Source: an optimization exercise on an open RTL-to-GDS flow (aim: small area, a short achievable clock period and few clock cycles per item). Production flows keep margins and buffers that such runs may drop. At most, simulation tests tie the RTL to the original design; equivalence was not proved. The RTL of run 4 was laid out without a check of its function.

[flow/design.v]
module dvn_sha256 (
    input  wire         clk,
    input  wire         rst,         
    input  wire         in_valid,
    output wire         in_ready,
    input  wire [31:0]  in_data,
    input  wire         in_first,    
    output wire         out_valid,
    output wire [255:0] digest
);
    localparam [31:0] IV0 = 32'h6a09e667, IV1 = 32'hbb67ae85,
                      IV2 = 32'h3c6ef372, IV3 = 32'ha54ff53a,
                      IV4 = 32'h510e527f, IV5 = 32'h9b05688c,
                      IV6 = 32'h1f83d9ab, IV7 = 32'h5be0cd19;
    reg  [3:0]  ph;           
    reg  [1:0]  q;            
    reg         run;          
    reg         fresh;        
    reg  [3:0]  wcnt;         
    reg         pend_first;   
    reg         cur_first;    
    reg         rdy_q;
    reg         done_q;
    reg  [5:0]  kidx;         
    reg  [31:0] w [0:15];
    reg  [31:0] a, b, c, d, e, f, g, h;
    reg  [31:0] ha0, ha1, ha2, ha3;    
    reg  [31:0] he0, he1, he2, he3;    
    wire accept  = in_valid & rdy_q;
    wire q3      = (q == 2'd3);
    wire ph15    = (ph == 4'd15);
    reg  last;        
    reg  add_en;      
    reg  ld_iv;       
    reg  fold_h;      
    reg  fold_iv;     
    wire slot_ok = ~run | q3;                      
    wire start_if = (wcnt == 4'd15);
    wire start   = accept & start_if;
    wire       run_na = run & ~last;
    wire       run_a  = start_if | run_na;
    wire       run_n  = accept ? run_a : run_na;
    wire [1:0] q_n    = (run & ph15) ? q + 2'd1 : q;    
    wire [3:0] ph_inc = ph + 4'd1;
    wire [3:0] ph_n   = fresh ? {3'd0, accept} : ph_inc;
    wire [3:0] wcnt_a = wcnt + 4'd1;                    
    wire [3:0] wcnt_n = accept ? wcnt_a : wcnt;
    wire       fresh_n = fresh & ~accept;
    wire       rdy_a  = ~start_if & (wcnt_a == ph_inc) & (~run_na | (q_n == 2'd3));
    wire       rdy_na = fresh | ((wcnt == ph_inc) & (~run_na | (q_n == 2'd3)));
    wire       rdy_n  = accept ? rdy_a : rdy_na;
    always @(posedge clk) begin
        if (rst) begin
            ph     <= 4'd0;
            q      <= 2'd0;
            run    <= 1'b0;
            fresh  <= 1'b1;
            wcnt   <= 4'd0;
            rdy_q  <= 1'b1;
            done_q <= 1'b0;
            last   <= 1'b0;
            add_en <= 1'b0;
            ld_iv  <= 1'b0;
            fold_h <= 1'b0;
            fold_iv <= 1'b0;
        end else begin
            ph     <= ph_n;
            q      <= q_n;
            run    <= run_n;
            fresh  <= fresh_n;
            wcnt   <= wcnt_n;
            rdy_q  <= rdy_n;
            done_q <= last;
            last   <= run & q3 & (ph == 4'd14);
            add_en <= run & q3 & ((ph == 4'd12) | (ph == 4'd13) | (ph == 4'd14));
            ld_iv  <= (ph == 4'd14) & slot_ok & (wcnt != 4'd0) & pend_first;
            fold_h <= run & q3 & (ph == 4'd14) & ~cur_first;
            fold_iv <= run & q3 & (ph == 4'd14) & cur_first;
        end
    end
    always @(posedge clk) begin
        if (accept && wcnt == 4'd0)
            pend_first <= in_first;
        if (start)
            cur_first <= pend_first;
        kidx <= {((run & (ph == 4'd14)) ? q + 2'd1 : q_n), ph + 4'd2};
    end
    assign in_ready  = rdy_q;
    assign out_valid = done_q;
    localparam [2047:0] KTAB = {
        32'hc67178f2, 32'hbef9a3f7, 32'ha4506ceb, 32'h90befffa,
        32'h8cc70208, 32'h84c87814, 32'h78a5636f, 32'h748f82ee,
        32'h682e6ff3, 32'h5b9cca4f, 32'h4ed8aa4a, 32'h391c0cb3,
        32'h34b0bcb5, 32'h2748774c, 32'h1e376c08, 32'h19a4c116,
        32'h106aa070, 32'hf40e3585, 32'hd6990624, 32'hd192e819,
        32'hc76c51a3, 32'hc24b8b70, 32'ha81a664b, 32'ha2bfe8a1,
        32'h92722c85, 32'h81c2c92e, 32'h766a0abb, 32'h650a7354,
        32'h53380d13, 32'h4d2c6dfc, 32'h2e1b2138, 32'h27b70a85,
        32'h14292967, 32'h06ca6351, 32'hd5a79147, 32'hc6e00bf3,
        32'hbf597fc7, 32'hb00327c8, 32'ha831c66d, 32'h983e5152,
        32'h76f988da, 32'h5cb0a9dc, 32'h4a7484aa, 32'h2de92c6f,
        32'h240ca1cc, 32'h0fc19dc6, 32'hefbe4786, 32'he49b69c1,
        32'hc19bf174, 32'h9bdc06a7, 32'h80deb1fe, 32'h72be5d74,
        32'h550c7dc3, 32'h243185be, 32'h12835b01, 32'hd807aa98,
        32'hab1c5ed5, 32'h923f82a4, 32'h59f111f1, 32'h3956c25b,
        32'he9b5dba5, 32'hb5c0fbcf, 32'h71374491, 32'h428a2f98};
    wire [31:0] k_t = KTAB[{kidx, 5'd0} +: 32];
    wire [31:0] big_s0 = {a[1:0], a[31:2]} ^ {a[12:0], a[31:13]} ^ {a[21:0], a[31:22]};
    wire [31:0] big_s1 = {e[5:0], e[31:6]} ^ {e[10:0], e[31:11]} ^ {e[24:0], e[31:25]};
    wire [31:0] ch     = (e & f) ^ (~e & g);
    wire [31:0] maj    = (a & b) | (c & (a | b));
    wire [31:0] fold_a = ({32{fold_h}} & ha1) | ({32{fold_iv}} & IV0);
    wire [31:0] fold_e = ({32{fold_h}} & he1) | ({32{fold_iv}} & IV4);
    reg  [31:0] hkw;
    wire [31:0] r1s = hkw ^ big_s1 ^ ch;
    wire [31:0] r1c = {((hkw & big_s1) | (ch & (hkw | big_s1))), 1'b0};
    wire [31:0] p1s = big_s0 ^ maj ^ fold_a;
    wire [31:0] p1c = {((big_s0 & maj) | (fold_a & (big_s0 | maj))), 1'b0};
    wire [31:0] a2s = r1s ^ r1c ^ p1s;
    wire [31:0] a2c = {((r1s & r1c) | (p1s & (r1s | r1c))), 1'b0};
    wire [31:0] a3s = a2s ^ a2c ^ p1c;
    wire [31:0] a3c = {((a2s & a2c) | (p1c & (a2s | a2c))), 1'b0};
    wire [31:0] a_rnd = a3s + a3c;
    wire [31:0] e2s = r1s ^ r1c ^ d;
    wire [31:0] e2c = {((r1s & r1c) | (d & (r1s | r1c))), 1'b0};
    wire [31:0] e3s = e2s ^ e2c ^ fold_e;
    wire [31:0] e3c = {((e2s & e2c) | (fold_e & (e2s | e2c))), 1'b0};
    wire [31:0] e_rnd = e3s + e3c;
    wire [31:0] sml_s0 = {w[1][6:0], w[1][31:7]} ^ {w[1][17:0], w[1][31:18]} ^ {3'b0, w[1][31:3]};
    wire [31:0] sml_s1 = {w[14][16:0], w[14][31:17]} ^ {w[14][18:0], w[14][31:19]} ^ {10'b0, w[14][31:10]};
    wire [31:0] w_next = sml_s1 + w[9] + sml_s0 + w[0];
    wire [31:0] in_word = {in_data[7:0], in_data[15:8], in_data[23:16], in_data[31:24]};
    integer i;
    always @(posedge clk) begin
        for (i = 0; i < 15; i = i + 1)
            w[i] <= w[i + 1];
        if (run & ~q3)
            w[15] <= w_next;
        else if (accept)
            w[15] <= in_word;
        else
            w[15] <= w[0];
    end
    wire [31:0] iv_a = ph[1] ? (ph[0] ? IV1 : IV2) : IV3;    
    wire [31:0] iv_e = ph[1] ? (ph[0] ? IV5 : IV6) : IV7;
    wire [31:0] opa1 = (add_en & cur_first) ? iv_a : ha0;
    wire [31:0] ope1 = (add_en & cur_first) ? iv_e : he0;
    wire [31:0] sum_a = opa1 + ({32{add_en}} & a);
    wire [31:0] sum_e = ope1 + ({32{add_en}} & e);
    always @(posedge clk) begin
        ha0 <= last ? a_rnd : ha1;
        ha1 <= ha2;
        ha2 <= ha3;
        ha3 <= sum_a;
        he0 <= last ? e_rnd : he1;
        he1 <= he2;
        he2 <= he3;
        he3 <= sum_e;
    end
    wire [31:0] h_nx = ld_iv ? IV7 : (last ? he2 : g);
    always @(posedge clk) begin
        if (ld_iv) begin
            a <= IV0; b <= IV1; c <= IV2; d <= IV3;
            e <= IV4; f <= IV5; g <= IV6;
        end else begin
            a <= run ? a_rnd : h;
            e <= run ? e_rnd : d;
            if (last) begin
                b <= sum_a; c <= ha3; d <= ha2;
                f <= sum_e; g <= he3;
            end else begin
                b <= a; c <= b; d <= c;
                f <= e; g <= f;
            end
        end
        h   <= h_nx;
        hkw <= h_nx + k_t + w[1];
    end
    wire [31:0] hw0 = ha0, hw1 = ha3, hw2 = ha2, hw3 = ha1;
    wire [31:0] hw4 = he0, hw5 = he3, hw6 = he2, hw7 = he1;
    assign digest = {
        hw7[7:0], hw7[15:8], hw7[23:16], hw7[31:24],
        hw6[7:0], hw6[15:8], hw6[23:16], hw6[31:24],
        hw5[7:0], hw5[15:8], hw5[23:16], hw5[31:24],
        hw4[7:0], hw4[15:8], hw4[23:16], hw4[31:24],
        hw3[7:0], hw3[15:8], hw3[23:16], hw3[31:24],
        hw2[7:0], hw2[15:8], hw2[23:16], hw2[31:24],
        hw1[7:0], hw1[15:8], hw1[23:16], hw1[31:24],
        hw0[7:0], hw0[15:8], hw0[23:16], hw0[31:24]};
endmodule
[flow/flow/run.sh]
#!/bin/bash
set -euo pipefail
bash standard.sh SETUP_SLACK_MARGIN=${MARGIN:-14.65} \
  "BUFFER_PORTS_ARGS=-buffer_cell sky130_fd_sc_hd__buf_2" finish > flow.log 2>&1
[flow/standard.sh]
#!/bin/bash
# synth_recipe.tcl (not shown) runs the flow's synth.tcl, then flattens the netlist and writes it again
# the make line also repeats each setting of config.mk as NAME=value (left out here)
make -C /OpenROAD-flow-scripts/flow DESIGN_CONFIG=/design/flow/config.mk WORK_HOME=/design/flow/orfs CLKGATE_MAP_FILE= SYNTH_SCRIPT=/design/flow/synth_recipe.tcl "${@:-finish}"
[flow/config.mk]
export PLATFORM = sky130hd
export DESIGN_NAME = dvn_sha256
export DESIGN_NICKNAME = dvn_sha256
export VERILOG_FILES = /design/flow/design.v
export SDC_FILE = /design/flow/constraint.sdc
export NUM_CORES = 4
export LEC_CHECK = 0
export CAP_MARGIN = 20
export CORE_MARGIN = 2
export CORE_UTILIZATION = 50
export CTS_CLUSTER_DIAMETER = 80
export CTS_CLUSTER_SIZE = 30
export SLEW_MARGIN = 20
[flow/constraint.sdc]
create_clock -name core_clock -period 20.0 [get_ports {clk}]
set_input_delay 4.0000 -clock core_clock [delete_from_list [all_inputs] [get_ports {clk}]]
set_output_delay 4.0000 -clock core_clock [all_outputs]
set_load 0.01 [all_outputs]
==> impl_metrics.tcl, run 1 <==
set metrics [dict create \
    design.core.area_um2 101000 \
    dp_slack_ns 13.75 \
    grt_max_degree 71 \
    crit_family "flip-flops" \
    fmax_ghz 0.188 \
    dr.pass1.iters 5 \
    relSlewSlack 0.158 \
    grt_usage 0.326 \
    yosysTopAreaCell "dfxtp_1" \
    synth_edf_count 2 \
    grt_overflow 0 \
    largest_reg_flops 512 \
    ys_ff_latch 1083 \
    status "timing/DRC/antenna clean" \
    fillCellCount 9274 \
    std_cell_rows 117 \
    avgRoutedWirePerCell_um 26.1 \
    dr.first_iter.drc_count 3233 \
    critical_path.max_stage_delay_ns 0.45 \
    hpwlAfterDp_mm 135 \
    vias_per_cell 5.60 \
    cp.arrival_ns 1.33 \
    netlist_instances 5058 \
    min_period_ns 5.33 \
    async_flop_share 0 \
    dieArea_um2 105000 \
    area_delta_synth_final_pct 9.96 \
    htree_num_levels 2 \
    cts_root_buffer "clkbuf_16" \
    placed_area_um2 53500 \
    finalMaxSlewViolations 0 \
    seq_area_frac_synth 0.426 \
    clock_sinks 1083 \
    grt_antenna_before_repair 6 \
    yosysWarnings 2 \
    syn_area_um2 51000 \
    holdCritPathClass "reg2reg" \
    start_util 0.503 \
    numCtsBuffers 53 \
    place_congestion 1.01 \
    drv_cap 0 \
    hold_buffers 0 \
    ys_top_cells_by_area "dfxtp_1, fa_1, xnor2_1" \
    setup_slack_ns 14.67 \
    fin_worst_skew_ns 0.0362 \
    grt_pass1_vias 35343 \
    port_buffers 293 \
    hold-path-cell-count 0 \
    rsz0062_at_grt "no" \
    final.setup.tns_ns 0 \
    endpoint_kind "output pin" \
    startpoint_type "flop" \
    die_x_um 323 \
    io_pins 294 \
    fp.dieH_um 323 \
    final_nets 5738 \
    syn_avg_cell_area_um2 10.1 \
    wl_mm 173 \
    ant_nets 0 \
    clk_transition_reported_paths_ns 0.11 \
    synth_cell_types 101 \
    crit_chain "buf_2" \
    worst-path-max-fanout 3 \
    synth.most_common_cell "dfxtp_1" \
    grt_pass1_wl_mm 244 \
    final-setup-viol-count 0 \
    crit_cells 1 \
    cts_tree "yes" \
    top_register "w" \
    cp.buffers_inverters 1 \
    fin_crit_sh 0.267 \
    worst_pin_slew_ns 1.26 \
    synth_ff_type "dfxtp_1" \
    synth_top_area_frac 0.424 \
    r2r_cells 17 \
    via_count 37105 \
    synthesis.nets 5581 \
    route.detailed.drc 0 \
    hold_viol 0 \
    clockBufferDepth 3 \
    cp_slowest_cell "dfxtp_2" \
    crit_required_ns 16.00 \
    synth_commonest_cells "dfxtp_1, inv_1, nand2_1, xnor2_1, nor2_1" \
    drive_gt1_frac 0.141 \
    worst-setup-path-type "reg2out" \
    stdcell_area_um2 56100 \
    insertion_delay_ns 0.71 \
]
## cells in the final DEF (no fill, tap or decap), types with 173 or more instances in the layout
| master | instances |
|---|---|
| dfxtp_1 | 977 |
| mux2i_1 | 199 |
| ha_1 | 204 |
| o21ai_0 | 173 |
| buf_2 | 289 |
| inv_1 | 495 |
| a21oi_1 | 248 |
| xnor2_1 | 339 |
| fa_1 | 279 |
| nor2_1 | 294 |
| nand2_1 | 357 |
## per-stage QoR
stage	hold slack (ns)	utilization	instances
finish	0.326	0.553	6625
global route	0.333	0.553	6619
CTS	0.329	0.548	6598
detailed placement	0.312	0.528	6505
global placement	0.310	0.528	6505
floorplan	0.310	-	5058
## what timing repair did
action | in CTS | in global routing
endpoints found under the setup margin | 90 | 54
buffers inserted | 2 | 21
gates resized for setup | 87 | 90
endpoints found under the hold margin | 0 | 0
pin swaps | 2 | 7
## cells by family after synthesis
| kind of cell | after synthesis | synth area share |
|---|---|---|
| flip-flops | 1083 | 0.426 |
| buffers and inverters | 753 | 0.0559 |
| AO/OA/AOI/OAI | 931 | 0.122 |
| XOR/XNOR | 431 | 0.0740 |
| multiplexers | 289 | 0.0609 |
| adder cells (fa/ha/maj) | 516 | 0.166 |
| AND/OR/NAND/NOR | 1055 | 0.0955 |
## layout make-up
cell class,count,area (um2),area share
inverter,500,1900,0.0338
multi-input combinational,3222,26700,0.475
antenna,6,15.0,0.000268
sequential,1083,21900,0.391
timing repair buffer,355,2000,0.0357
tap,1368,1710,0.0305
clock buffer,59,1370,0.0244
clock inverter,32,520,0.00928
## per-layer routing
metal / vias to the layer above / part of all wire / GRT usage
met5: - / 0.00027 / 0
met4: 6 / 0.075 / 0.206
met3: 423 / 0.062 / 0.0424
met2: 1406 / 0.47 / 0.542
met1: 18216 / 0.39 / 0.402
li1: 17054 / - / -
## worst paths after layout
path,startpoint,end,slack [ns]
max reg2reg,e[18],ha0[31],14.71
min reg2reg,w[5][28],w[4][28],0.33
min,w[5][28],w[4][28],0.33
max,he1[25],digest[225],14.67
Testbench counts, summed over its fixed seeds: cycles 24,712, blocks 384.
==> run 2, diff against run 1 <==
--- a/flow/config.mk
+++ b/flow/config.mk
@@ -8,6 +8,7 @@
 export CAP_MARGIN = 20
 export CORE_MARGIN = 2
 export CORE_UTILIZATION = 50
+export CTS_BUF_LIST = sky130_fd_sc_hd__clkbuf_8 sky130_fd_sc_hd__clkbuf_16
 export CTS_CLUSTER_DIAMETER = 80
 export CTS_CLUSTER_SIZE = 30
 export SLEW_MARGIN = 20
==> impl_metrics.tcl, run 2 <==
set metrics [dict create \
    status "timing/DRC/antenna clean" \
    crit_required_ns 16.00 \
    ant_nets 0 \
    start_util 0.503 \
    hold_end "w[4][28]" \
    r2r_setup_slack_ns 14.71 \
    dp_slack_ns 13.75 \
    syn_avg_cell_area_um2 10.1 \
    crit_family "flip-flops" \
    netlist_instances 5058 \
    port_buffers 293 \
    std_cell_rows 117 \
    fin_crit_sh 0.266 \
    design.core.area_um2 101000 \
    grt_usage 0.326 \
    fin_worst_skew_ns 0.0363 \
    drive_gt1_frac 0.141 \
    seq_area_frac_synth 0.426 \
    async_flop_share 0 \
    dr.first_iter.drc_count 3236 \
    fmax_ghz 0.188 \
    route.detailed.drc 0 \
    fp.dieH_um 323 \
    area_delta_synth_final_pct 9.97 \
    dr.pass1.iters 6 \
    cts_tree "yes" \
    hpwlAfterDp_mm 135 \
    grt_pass1_vias 35343 \
    synth_ff_type "dfxtp_1" \
    rsz0062_at_grt "no" \
    final_common_cell "dfxtp_1" \
    grt_overflow 0 \
    top_register "w" \
    holdCritPathClass "reg2reg" \
    endpoint_kind "output pin" \
    setup_slack_ns 14.67 \
    fin_util 0.553 \
    worst_pin_slew_ns 1.24 \
    crit_chain "buf_2" \
    relSlewSlack 0.169 \
    io_pins 294 \
    min_from "w[5][28]" \
    via_count 37069 \
    finalMaxSlewViolations 0 \
    largest_reg_flops 512 \
    cts_root_buffer "clkbuf_16" \
    worst-setup-path-type "reg2out" \
    final_nets 5738 \
    critical_path.max_stage_delay_ns 0.45 \
    avgRoutedWirePerCell_um 26.1 \
    fillCellCount 9279 \
    yosysTopAreaCell "dfxtp_1" \
    hold-path-cell-count 0 \
    synth.most_common_cell "dfxtp_1" \
    clockBufferDepth 3 \
    grt_max_degree 71 \
    min_period_ns 5.33 \
    cp.arrival_ns 1.33 \
    numCtsBuffers 53 \
    synth_commonest_cells "dfxtp_1, inv_1, nand2_1, xnor2_1, nor2_1" \
    die_x_um 323 \
    synth_cell_types 101 \
    dieArea_um2 105000 \
    final_cell_mix "dfxtp_1, inv_1, nand2_1" \
    synthesis.nets 5581 \
    hold_viol 0 \
    final.setup.tns_ns 0 \
    syn_area_um2 51000 \
    r2r-end "ha0[31]" \
    grt_pass1_wl_mm 244 \
    worst-path-max-fanout 3 \
    r2r_cells 17 \
    wl_mm 173 \
    ys_ff_latch 1083 \
    yosysWarnings 2 \
    startpoint_type "flop" \
    hold_buffers 0 \
    final-setup-viol-count 0 \
    grt_antenna_before_repair 6 \
    ys_top_cells_by_area "dfxtp_1, fa_1, xnor2_1" \
    cp.buffers_inverters 1 \
    rr_startpoint "e[18]" \
    clock_sinks 1083 \
    place_congestion 1.01 \
    htree_num_levels 2 \
    vias_per_cell 5.59 \
    insertion_delay_ns 0.71 \
    synth_edf_count 2 \
    cp_slowest_cell "dfxtp_2" \
    whs_ns 0.326 \
    place_inst 6505 \
    clk_transition_reported_paths_ns 0.11 \
    drv_cap 0 \
    synth_top_area_frac 0.424 \
    finalNonFillerCells 6627 \
]
-- run 2: cell types whose count changed in the layout (fill, tap and decap cells not counted) --
cell	before	now
clkbuf_1	4	0
diode_2	6	8
inv_1	495	499
-- run 2: final cells by class --
cell class              instances  area (um2)  share of cell area
clock buffers                  55        1350              0.0241
clock inverters                36         536             0.00955
repair buffers                355        2000              0.0357
flip-flops and latches       1083       21900               0.391
diodes                          8        20.0            0.000357
inverters                     500        1900              0.0338
well taps                    1368        1710              0.0305
multi-input cells            3222       26700               0.475
-- run 2: metal layers --
layer | part of all wire | global-route usage
met1 | 0.39 | 0.402
met2 | 0.47 | 0.542
met4 | 0.074 | 0.206
met5 | 0.00027 | 0
met3 | 0.063 | 0.0424
-- run 2: timing repair --
action                                  in CTS  in global routing
setup buffers                                2                 21
hold endpoints to repair                     0                  0
pin swaps                                    2                  7
gates resized for setup                     87                 90
endpoints found under the setup margin      90                 54
-- run 2: kinds of logic (layout without fill, tap and decap cells) --
family                     after synthesis  after routing  share of synthesized area
and+or+nand+nor                       1055           1055                     0.0955
other                                    0              8                          0
adders and majority gates              516            516                      0.166
buffers and inverters                  753            946                     0.0559
xor gates and xnor gates               431            431                     0.0740
AOI/OAI and AO/OA                      931            931                      0.122
muxes                                  289            289                     0.0609
DFF                                   1083           1083                      0.426
-- run 2: how the worst max path moves through the flow --
stage                 start           to  cells past startpoint
floorplan           kidx[1]      hkw[31]                     23
global placement    kidx[1]      hkw[31]                     21
detailed placement  kidx[1]      hkw[31]                     21
CTS                 kidx[2]      hkw[31]                     18
global route          a[17]      ha0[31]                     17
finish              he1[25]  digest[225]                      1
-- run 2: stage by stage --
step | cell area [um2]
2_1_floorplan | 51000
3_3_place_gp | 53500
3_5_place_dp | 53500
4_1_cts | 55600
5_1_grt | 56100
6_report | 56100
==> run 3, diff against run 2 <==
==> flow/config.mk (replaced) <==
export PLATFORM = sky130hd
export DESIGN_NAME = dvn_sha256
export DESIGN_NICKNAME = dvn_sha256
export VERILOG_FILES = /design/flow/design.v
export SDC_FILE = /design/flow/constraint.sdc
export NUM_CORES = 4
export LEC_CHECK = 0
export CAP_MARGIN = 5
export CORE_MARGIN = 2
export CORE_UTILIZATION = 50
export CTS_CLUSTER_DIAMETER = 80
export CTS_CLUSTER_SIZE = 30
export SLEW_MARGIN = 5
==> impl_metrics.tcl, run 3 <==
set metrics [dict create \
    synth_xor_area_frac 0.0740 \
    clock_sinks 1083 \
    ys_ff_latch 1083 \
    via_count 36955 \
    design.core.area_um2 101000 \
    die_x_um 323 \
    synthAdderAreaFrac 0.166 \
    grt_max_degree 71 \
    yosysTopAreaCell "dfxtp_1" \
    startpoint_type "flop" \
    start_util 0.503 \
    place_congestion 1.01 \
    fmax_ghz 0.187 \
    grt_usage 0.326 \
    async_flop_share 0 \
    whs_ns 0.322 \
    hpwlAfterDp_mm 135 \
    synth-simple-area-share 0.0955 \
    synthesis.nets 5581 \
    final_cell_mix "dfxtp_1, inv_1, nand2_1" \
    synth_mux_area_frac 0.0609 \
    synth_edf_count 2 \
    dieArea_um2 105000 \
    std_cell_rows 117 \
    hold_buffers 0 \
    relSlewSlack 0.188 \
    synth_ff_type "dfxtp_1" \
    fin_worst_skew_ns 0.0563 \
    synth_top_family_by_area "adder cells" \
    fin_util 0.552 \
    rsz0062_at_grt "yes" \
    setup_slack_ns 14.66 \
    largest_reg_flops 512 \
    vias_per_cell 5.58 \
    grt_pass1_vias 35488 \
    area_delta_synth_final_pct 9.73 \
    cp.arrival_ns 1.34 \
    synth_compound_area_frac 0.122 \
    drv_cap 0 \
    cts_root_buffer "clkbuf_16" \
    ys_top_cells_by_area "dfxtp_1, fa_1, xnor2_1" \
    dr.pass1.iters 6 \
    dp_slack_ns 13.72 \
    stdcell_area_um2 56000 \
    hold_viol 0 \
    worst-path-max-fanout 3 \
    port_buffers 293 \
    finalMaxSlewViolations 0 \
    critical_path.max_stage_delay_ns 0.46 \
    cp.buffers_inverters 1 \
    htree_num_levels 2 \
    ant_nets 0 \
    syn_area_um2 51000 \
    dr.first_iter.drc_count 3132 \
    clk_transition_reported_paths_ns 0.10 \
    fin_crit_sh 0.267 \
    top_register "w" \
    grt_overflow 0 \
    final.setup.tns_ns 0 \
    final_common_cell "dfxtp_1" \
    clockBufferDepth 3 \
    holdCritPathClass "reg2reg" \
    drive_gt1_frac 0.140 \
    crit_chain "buf_2" \
    place_inst 6506 \
    min_period_ns 5.34 \
    yosysWarnings 2 \
    crit_family "flip-flops" \
    synth_top_area_frac 0.424 \
    numCtsBuffers 53 \
    avgRoutedWirePerCell_um 26.1 \
    crit_required_ns 16.00 \
    route.detailed.drc 0 \
    r2r_setup_slack_ns 14.72 \
    endpoint_kind "output pin" \
    worst_pin_slew_ns 1.21 \
    io_pins 294 \
    synth.most_common_cell "dfxtp_1" \
    wl_mm 173 \
    seq_area_frac_synth 0.426 \
    worst-setup-path-type "reg2out" \
    final-setup-viol-count 0 \
    final_nets 5733 \
    cp_slowest_cell "dfxtp_2" \
    synth_cell_types 101 \
    fp.dieH_um 323 \
    netlist_instances 5058 \
    syn_avg_cell_area_um2 10.1 \
    finalNonFillerCells 6620 \
    grt_antenna_before_repair 7 \
    placed_area_um2 53500 \
    synth_commonest_cells "dfxtp_1, inv_1, nand2_1, xnor2_1, nor2_1" \
    status "timing/DRC/antenna clean" \
    insertion_delay_ns 0.72 \
    grt_pass1_wl_mm 244 \
    cts_tree "yes" \
]
## run 3: changes by cell type in the layout (fill, tap and decap cells not counted), moves of 3 or more
| cell | delta |
|---|---|
| dfxtp_2 | +13 |
| buf_4 | -7 |
| dfxtp_4 | -7 |
| dfxtp_1 | -6 |
| inv_1 | -3 |
## run 3: per-layer routing
metal | track usage | up-vias | wire length [um]
li1 | - | 17030 | -
met1 | 0.400 | 18096 | 67800
met2 | 0.547 | 1423 | 81900
met3 | 0.0426 | 402 | 10600
met4 | 0.197 | 4 | 12200
met5 | 0 | - | 25
## run 3: kinds of logic (layout without fill, tap and decap cells)
family / count (synthesis) / in the layout
DFF: 1083 / 1083
and+or+nand+nor: 1055 / 1055
AOI/OAI and AO/OA: 931 / 931
buffers and inverters: 753 / 939
adders and majority gates: 516 / 516
xor gates and xnor gates: 431 / 431
muxes: 289 / 289
other: 0 / 8
## run 3: timing repair
action,in CTS,in global routing
endpoints found under the setup margin,101,53
resized for setup,86,80
setup buffers,1,16
pin swaps,1,5
## run 3: worst paths after layout
| check | depth (start not counted) | endpoint | start |
|---|---|---|---|
| setup reg to reg | 14 | hkw[28] | last |
| hold / removal | 0 | w[5][2] | w[6][2] |
| hold reg to reg | 0 | w[5][2] | w[6][2] |
| setup / recovery | 1 | digest[238] | he1[22] |
## run 3: area by class of cell
type | instances | area [um2]
Timing Repair Buffer | 350 | 1970
Clock buffer | 60 | 1410
Inverter | 500 | 1890
Multi-Input combinational cell | 3222 | 26600
Fill cell | 9298 | 45500
Tap cell | 1368 | 1710
Sequential cell | 1083 | 21900
Clock inverter | 29 | 463
Antenna cell | 8 | 20.0
==> run 4, diff against run 3 <==
--- a/flow/design.v
+++ b/flow/design.v
@@ -31,6 +31,7 @@
     wire ph15    = (ph == 4'd15);
     reg  last;        
     reg  add_en;      
+    reg  add_iv;      
     reg  ld_iv;       
     reg  fold_h;      
     reg  fold_iv;     
@@ -60,6 +61,7 @@
             done_q <= 1'b0;
             last   <= 1'b0;
             add_en <= 1'b0;
+            add_iv <= 1'b0;
             ld_iv  <= 1'b0;
             fold_h <= 1'b0;
             fold_iv <= 1'b0;
@@ -73,6 +75,7 @@
             done_q <= last;
             last   <= run & q3 & (ph == 4'd14);
             add_en <= run & q3 & ((ph == 4'd12) | (ph == 4'd13) | (ph == 4'd14));
+            add_iv <= run & q3 & ((ph == 4'd12) | (ph == 4'd13) | (ph == 4'd14)) & cur_first;
             ld_iv  <= (ph == 4'd14) & slot_ok & (wcnt != 4'd0) & pend_first;
             fold_h <= run & q3 & (ph == 4'd14) & ~cur_first;
             fold_iv <= run & q3 & (ph == 4'd14) & cur_first;
@@ -143,19 +146,19 @@
     end
     wire [31:0] iv_a = ph[1] ? (ph[0] ? IV1 : IV2) : IV3;    
     wire [31:0] iv_e = ph[1] ? (ph[0] ? IV5 : IV6) : IV7;
-    wire [31:0] opa1 = (add_en & cur_first) ? iv_a : ha0;
-    wire [31:0] ope1 = (add_en & cur_first) ? iv_e : he0;
-    wire [31:0] sum_a = opa1 + ({32{add_en}} & a);
-    wire [31:0] sum_e = ope1 + ({32{add_en}} & e);
+    wire [31:0] opa1 = add_iv ? iv_a : ha0;
+    wire [31:0] ope1 = add_iv ? iv_e : he0;
+    wire [31:0] sum_a = opa1 + a;
+    wire [31:0] sum_e = ope1 + e;
     always @(posedge clk) begin
         ha0 <= last ? a_rnd : ha1;
         ha1 <= ha2;
         ha2 <= ha3;
-        ha3 <= sum_a;
+        ha3 <= add_en ? sum_a : ha0;
         he0 <= last ? e_rnd : he1;
         he1 <= he2;
         he2 <= he3;
-        he3 <= sum_e;
+        he3 <= add_en ? sum_e : he0;
     end
     wire [31:0] h_nx = ld_iv ? IV7 : (last ? he2 : g);
     always @(posedge clk) begin
==> flow/flow/run.sh (replaced) <==
#!/bin/bash
set -euo pipefail
bash standard.sh SETUP_SLACK_MARGIN=${MARGIN:-14.5} \
  "BUFFER_PORTS_ARGS=-buffer_cell sky130_fd_sc_hd__buf_2" finish > flow.log 2>&1
==> flow/config.mk (replaced) <==
export PLATFORM = sky130hd
export DESIGN_NAME = dvn_sha256
export DESIGN_NICKNAME = dvn_sha256
export VERILOG_FILES = /design/flow/design.v
export SDC_FILE = /design/flow/constraint.sdc
export NUM_CORES = 4
export LEC_CHECK = 0
export CAP_MARGIN = 20
export CORE_MARGIN = 2
export CORE_UTILIZATION = 50
export SLEW_MARGIN = 20
==> impl_metrics.tcl, run 4 <==
set metrics [dict create \
    status "timing/DRC/antenna clean" \
    fp.dieH_um 324 \
    grt_max_degree 132 \
    cts_tree "yes" \
    htree_num_levels 3 \
    fin_crit_sh 0.279 \
    worst-path-max-fanout 26 \
    wl_mm 166 \
    drv_cap 0 \
    r2r_cells 21 \
    grt_pass1_wl_mm 242 \
    insertion_delay_ns 0.74 \
    via_count 37533 \
    worst-setup-path-type "reg2reg" \
    numCtsBuffers 109 \
    cp.arrival_ns 6.19 \
    hold_viol 0 \
    relSlewSlack 0.213 \
    fin_util 0.576 \
    seq_area_frac_synth 0.423 \
    r2r-end "hkw[30]" \
    syn_avg_cell_area_um2 9.99 \
    rr_startpoint "kidx[1]" \
    rsz0062_at_grt "yes" \
    r2r_setup_slack_ns 14.43 \
    netlist_instances 5141 \
    async_flop_share 0 \
    ys_ff_latch 1084 \
    min_period_ns 5.57 \
    largest_reg_flops 512 \
    area_delta_synth_final_pct 14.2 \
    holdCritPathClass "reg2reg" \
    dr.first_iter.drc_count 3228 \
    vias_per_cell 5.51 \
    finalMaxSlewViolations 0 \
    fin_worst_skew_ns 0.0804 \
    crit_required_ns 20.61 \
    worst_pin_slew_ns 1.17 \
    fmax_ghz 0.179 \
    synth_commonest_cells "dfxtp_1, inv_1, xnor2_1, nor2_1, fa_1" \
    final_cell_mix "dfxtp_1, inv_1, xnor2_1" \
    die_x_um 324 \
    ant_nets 0 \
    synth_top_area_frac 0.422 \
    grt_usage 0.309 \
    synth_cell_types 79 \
    avgRoutedWirePerCell_um 24.3 \
    min_from "w[3][15]" \
    final_nets 5883 \
    design.core.area_um2 102000 \
    final-setup-viol-count 0 \
    grt_pass1_vias 36674 \
    place_congestion 0.958 \
    top_register "w" \
    std_cell_rows 117 \
    synthesis.nets 5666 \
    hold_buffers 0 \
    worstSetupEndpoint "hkw[30]" \
    yosysWarnings 2 \
    clockBufferDepth 3 \
    clk_transition_reported_paths_ns 0.06 \
    startpoint "kidx[1]" \
    startpoint_type "flop" \
    ys_top_cells_by_area "dfxtp_1, fa_1, xnor2_1" \
    final_common_cell "dfxtp_1" \
    endpoint_kind "flop" \
    clock_sinks 1084 \
    syn_area_um2 51400 \
    grt_antenna_before_repair 8 \
    final.setup.tns_ns 0 \
    start_util 0.504 \
    yosysTopAreaCell "dfxtp_1" \
    grt_overflow 0 \
    cts_root_buffer "clkbuf_16" \
    hpwlAfterDp_mm 126 \
    io_pins 294 \
    dr.pass1.iters 6 \
    synth_edf_count 2 \
    drive_gt1_frac 0.155 \
    dieArea_um2 105000 \
    route.detailed.drc 0 \
    synth.most_common_cell "dfxtp_1" \
    port_buffers 293 \
    synth_ff_type "dfxtp_1" \
]
## run 4: critical path: stages, from the launching register on
cell	delay, ns
dfxtp_1	0.37
buf_12	0.20
clkinvlp_4	0.18
buf_4	0.19
ha_1	0.30
nor2_1	0.53
nor2_1	0.08
a32o_1	0.21
o21ai_0	0.40
a21oi_1	0.27
fa_1	0.54
inv_1	0.04
ha_1	0.33
a21o_1	0.18
a21o_1	0.17
a21o_1	0.17
a21o_1	0.21
a2bb2oi_2	0.19
a31oi_1	0.18
a221o_1	0.41
mux2i_1	0.17
o2111ai_1	0.12
## run 4: layer usage
metal | vias to the layer above | track usage | part of all wire
met3 | 322 | 0.0536 | 0.068
li1 | 17576 | - | -
met2 | 1397 | 0.492 | 0.45
met5 | - | 0 | 0.000042
met1 | 18236 | 0.421 | 0.43
met4 | 2 | 0.120 | 0.045
## run 4: layout make-up
class | instances | area, um2
Fill cell | 9023 | 43200
Multi-Input combinational cell | 3259 | 27100
Sequential cell | 1084 | 21900
Clock buffer | 150 | 3140
Timing Repair Buffer | 364 | 2130
Inverter | 540 | 2030
Tap cell | 1368 | 1710
Clock inverter | 49 | 677
Antenna cell | 2 | 5.00
## run 4: kinds of logic after synthesis
kind of cell	count (synthesis)	synth area share
buffers and inverters	798	0.0583
AND/OR/NAND/NOR	1000	0.0924
flip-flops	1084	0.423
adder cells (fa/ha/maj)	518	0.166
XOR/XNOR	427	0.0731
AO/OA/AOI/OAI	1068	0.136
multiplexers	246	0.0516
## run 4: repair_timing
item,4_1_cts,5_1_grt
buffers inserted,4,24
endpoints found under the setup margin,60,44
gates resized for setup,108,74
cloned,0,2
pin swaps,3,28
## run 4: per-stage QoR
| step | instances | hold WS [ns] | worst slack (ns) | instance area (um2) |
|---|---|---|---|---|
| 5_1_grt | 6814 | 0.294 | 14.29 | 58600 |
| 3_3_place_gp | 6585 | 0.310 | 13.64 | 53900 |
| 4_1_cts | 6788 | 0.298 | 14.50 | 58100 |
| 2_1_floorplan | 5141 | 0.310 | 14.64 | 51400 |
| 6_report | 6816 | 0.296 | 14.43 | 58600 |
| 3_5_place_dp | 6585 | 0.312 | 13.61 | 53900 |
## run 4: worst min path at each step
stage	endpoint	slack, ns	cells past startpoint
floorplan	w[10][0]	0.31	0
global placement	w[4][28]	0.31	0
detailed placement	w[5][0]	0.31	0
CTS	w[2][15]	0.30	0
global route	w[2][15]	0.29	0
finish	w[2][15]	0.30	0

## port drivers added, routing unchanged
No port has a modelled driver above. Below, the same layouts with a new extraction and two added sets of constraints. Step 1 (the two cells are an assumption about what drives the block):
set clk [get_ports {clk}]
set_driving_cell -lib_cell sky130_fd_sc_hd__clkbuf_16 $clk
set_driving_cell -lib_cell sky130_fd_sc_hd__buf_2 [delete_from_list [all_inputs] $clk]
Step 2 also shifts input and output timing later by t, the mid clock arrival at the registers, as if the neighbouring blocks saw the same clock. Slacks: no drivers / after step 1 / after step 2; pairs: no drivers / after step 1.
run | shift t [ns] | setup slack, ns | latest minus earliest clock arrival (ns) | worst slew at a driven data input, ns
run 1 | 0.769 | 14.668 / 14.593 / 14.544 | 0.038 / 0.038 | 0.08
run 2 | 0.770 | 14.671 / 14.595 / 14.543 | 0.039 / 0.039 | 0.08
run 3 | 0.760 | 14.657 / 14.586 / 14.526 | 0.060 / 0.060 | 0.08
run 4 | 0.775 | 14.428 / 14.428 / 14.347 | 0.087 / 0.087 | 0.05
After both steps every run listed still meets setup and hold. The setup slack of run 3, which loses most, moves by -0.071 ns with the drivers and by -0.131 ns with both steps.
